What follows belongs to an exercise in optimizing a design on an open flow for small area and a short achievable clock period; a production flow would make more cautious choices. The RTL was checked by simulation tests, not by an equivalence proof against the original design. No activity file was given, so power comes from the tool's default toggle rates.

==> inputs of wip/raven <==
Design lacc_slot, start of the top module:
module lacc_slot (
    input  wire         clk,
    input  wire         rst,           
    input  wire         term_valid,
    input  wire [3:0]   term_fmt,      
    input  wire [335:0] term_data,
    input  wire [3:0]   term_flags,    
    input  wire         clr,
    input  wire         rd_valid,
    input  wire [2:0]   rd_dest,       
    input  wire [1:0]   rd_mode,       
    output reg          out_valid,
    output reg  [63:0]  out_data,
    output reg  [3:0]   out_flags      
);
==> flow/config.mk <==
export PLATFORM = sky130hd
export DESIGN_NAME = lacc_slot
export DESIGN_NICKNAME = lacc_slot
export VERILOG_FILES = /design/flow/design.v
export SDC_FILE = /design/flow/constraint.sdc
export NUM_CORES = 4
export LEC_CHECK = 0
export CAP_MARGIN = 20
export CORE_MARGIN = 2
export CORE_UTILIZATION = 40
export CTS_BUF_LIST = sky130_fd_sc_hd__clkbuf_8
export PLACE_DENSITY = 0.55
export SLEW_MARGIN = 20
export SYNTH_HIERARCHICAL = 1
export TNS_END_PERCENT = 30
==> flow/constraint.sdc <==
create_clock -name core_clock -period 17.5 [get_ports {clk}]
set_input_delay 3.5000 -clock core_clock [delete_from_list [all_inputs] [get_ports {clk}]]
set_output_delay 3.5000 -clock core_clock [all_outputs]
set_load 0.01 [all_outputs]
standard.sh (not shown) runs the stock make flow with config.mk's settings and CLKGATE_MAP_FILE= SYNTH_SCRIPT=/design/flow/synth_recipe.tcl, a recipe that flattens the netlist after the stock synthesis.
==> flow/flow/run.sh <==
#!/bin/bash
# The standard layout (standard.sh) with two changes to how it is made:
# timing repair aims at a tighter setup-slack target, and the port buffers
# are plain buffers instead of delay cells. The clock period and all
# constraints are unchanged; every port still gets its buffer.
export SETUP_SLACK_MARGIN=11.8
export BUFFER_PORTS_ARGS="-buffer_cell sky130_fd_sc_hd__buf_1"
bash standard.sh > standard_run.log 2>&1
==> inputs of wip/umber, as changes to wip/raven <==
==> flow/run.sh (new file) <==
#!/bin/bash
# synth_recipe.tcl (not shown) runs the flow's synth.tcl, then flattens the netlist and writes it again
# the make line also repeats each setting of config.mk as NAME=value (left out here)
make -C /OpenROAD-flow-scripts/flow DESIGN_CONFIG=/design/flow/config.mk WORK_HOME=/design/flow/orfs CLKGATE_MAP_FILE= SYNTH_SCRIPT=/design/flow/synth_recipe.tcl finish
--- a/flow/config.mk
+++ b/flow/config.mk
@@ -9,7 +9,5 @@
 export CORE_MARGIN = 2
-export CORE_UTILIZATION = 40
-export CTS_BUF_LIST = sky130_fd_sc_hd__clkbuf_8
-export PLACE_DENSITY = 0.55
+export CORE_UTILIZATION = 35
+export PLACE_DENSITY = 0.5
 export SLEW_MARGIN = 20
 export SYNTH_HIERARCHICAL = 1
-export TNS_END_PERCENT = 30
removed: flow/flow/run.sh
removed: flow/standard.sh
==> inputs of wip/willow, as changes to wip/raven <==
--- a/flow/config.mk
+++ b/flow/config.mk
@@ -9,3 +9,3 @@
 export CORE_MARGIN = 2
-export CORE_UTILIZATION = 40
+export CORE_UTILIZATION = 38
 export CTS_BUF_LIST = sky130_fd_sc_hd__clkbuf_8
@@ -14,2 +14,2 @@
 export SYNTH_HIERARCHICAL = 1
-export TNS_END_PERCENT = 30
+export TNS_END_PERCENT = 10
==> inputs of wip/lagoon, as changes to wip/raven <==
--- a/flow/flow/run.sh
+++ b/flow/flow/run.sh
@@ -5,3 +5,3 @@
 # constraints are unchanged; every port still gets its buffer.
-export SETUP_SLACK_MARGIN=11.8
+export SETUP_SLACK_MARGIN=11
 export BUFFER_PORTS_ARGS="-buffer_cell sky130_fd_sc_hd__buf_1"
--- a/flow/config.mk
+++ b/flow/config.mk
@@ -10,3 +10,2 @@
 export CORE_UTILIZATION = 40
-export CTS_BUF_LIST = sky130_fd_sc_hd__clkbuf_8
 export PLACE_DENSITY = 0.55
==> results.txt <==
item	wip/umber	wip/raven	wip/willow	wip/lagoon
Run status	complete, no violations	complete, no violations	complete, no violations	complete, no violations
Launch instance of the worst min-delay path	r1_fl[1]$_DFF_P_	r1_big$_DFF_P_	r1_big$_DFF_P_	r1_big$_DFF_P_
Net switching power figure	4.24 mW	4.86 mW	4.89 mW	4.51 mW
Tot GR Track Use	0.357	0.412	0.392	0.419
Global-route wire length before repair	490000 um	498000 um	499000 um	502000 um
Clock distribution area overhead in the final layout	0.0532	0.0508	0.0499	0.0526
Number of gates on the worst path with buffers counted	27	21	23	23
H-tree lvl count	3	4	4	3
Peak supply drop	0.000145 V	0.000148 V	0.000170 V	0.000230 V
Part of the power in combinational logic	0.438	0.507	0.515	0.463
M3 GR Usage	0.0921	0.136	0.101	0.135
Routed wl met3	36100 um	46400 um	38300 um	44900 um
Number of fill cells in the layout	18902	15978	17017	16192
Crit path max-delay cell type	nor4b_1	a311oi_2	a311oi_1	or4b_2
DP Worst Slack	7.92 ns	8.69 ns	8.55 ns	7.91 ns
Final design area excluding fillers	0.0772 sq mm	0.0809 sq mm	0.0799 sq mm	0.0777 sq mm
Switching part of the total	0.451	0.461	0.460	0.460
Post-CTS Setup Bufs	0	182	117	75
Max Freq	99.0 MHz	154 MHz	149 MHz	149 MHz
Number of placement rows	159	149	153	149
Detailed Route WL	355000 um	362000 um	367000 um	366000 um
Cell leakage power	29.2 nW	31.5 nW	30.9 nW	29.7 nW
Synthesis-to-finish area growth	16.3%	21.9%	20.5%	17.1%
Detailed-routing iteration count for the pre-antenna-repair pass	8	10	8	10
Worst Tran Pin Value	1.27 ns	1.37 ns	1.29 ns	1.29 ns

static timing again, ports no longer ideal:
The flow's constraints put no driver on any port. The routed layouts listed below were extracted and timed again, unchanged, in two steps.
Step 1, drivers: a clkbuf_16 drives clk and a buf_2 each remaining input, both assumed.
Step 2, shift: input delay + t, output delay - t, t = (earliest + latest rising clock arrival at the registers) / 2. This alone moves slack from input paths to output paths.
Three values: no drivers, after step 1, after step 2; two values: the first two.
| run | t (ns) | slack for setup (ns) | hold WS [ns] | worst data-port slew with drivers (ns) |
|---|---|---|---|---|
| wip/raven | 1.083 | 11.016 / 11.016 / 10.691 | 0.325 / 0.325 / 0.325 | 0.10 |
| wip/umber | 0.890 | 7.404 / 7.404 / 7.404 | 0.323 / 0.323 / 0.323 | 0.16 |
| wip/willow | 1.095 | 10.794 / 10.794 / 10.177 | 0.330 / 0.330 / 0.330 | 0.11 |
| wip/lagoon | 0.879 | 10.795 / 10.795 / 10.420 | 0.321 / 0.321 / 0.321 | 0.09 |
After both steps every run listed still meets setup and hold. The setup slack of wip/willow, which loses most, moves by 0.000 ns with the drivers and by -0.617 ns with both steps.
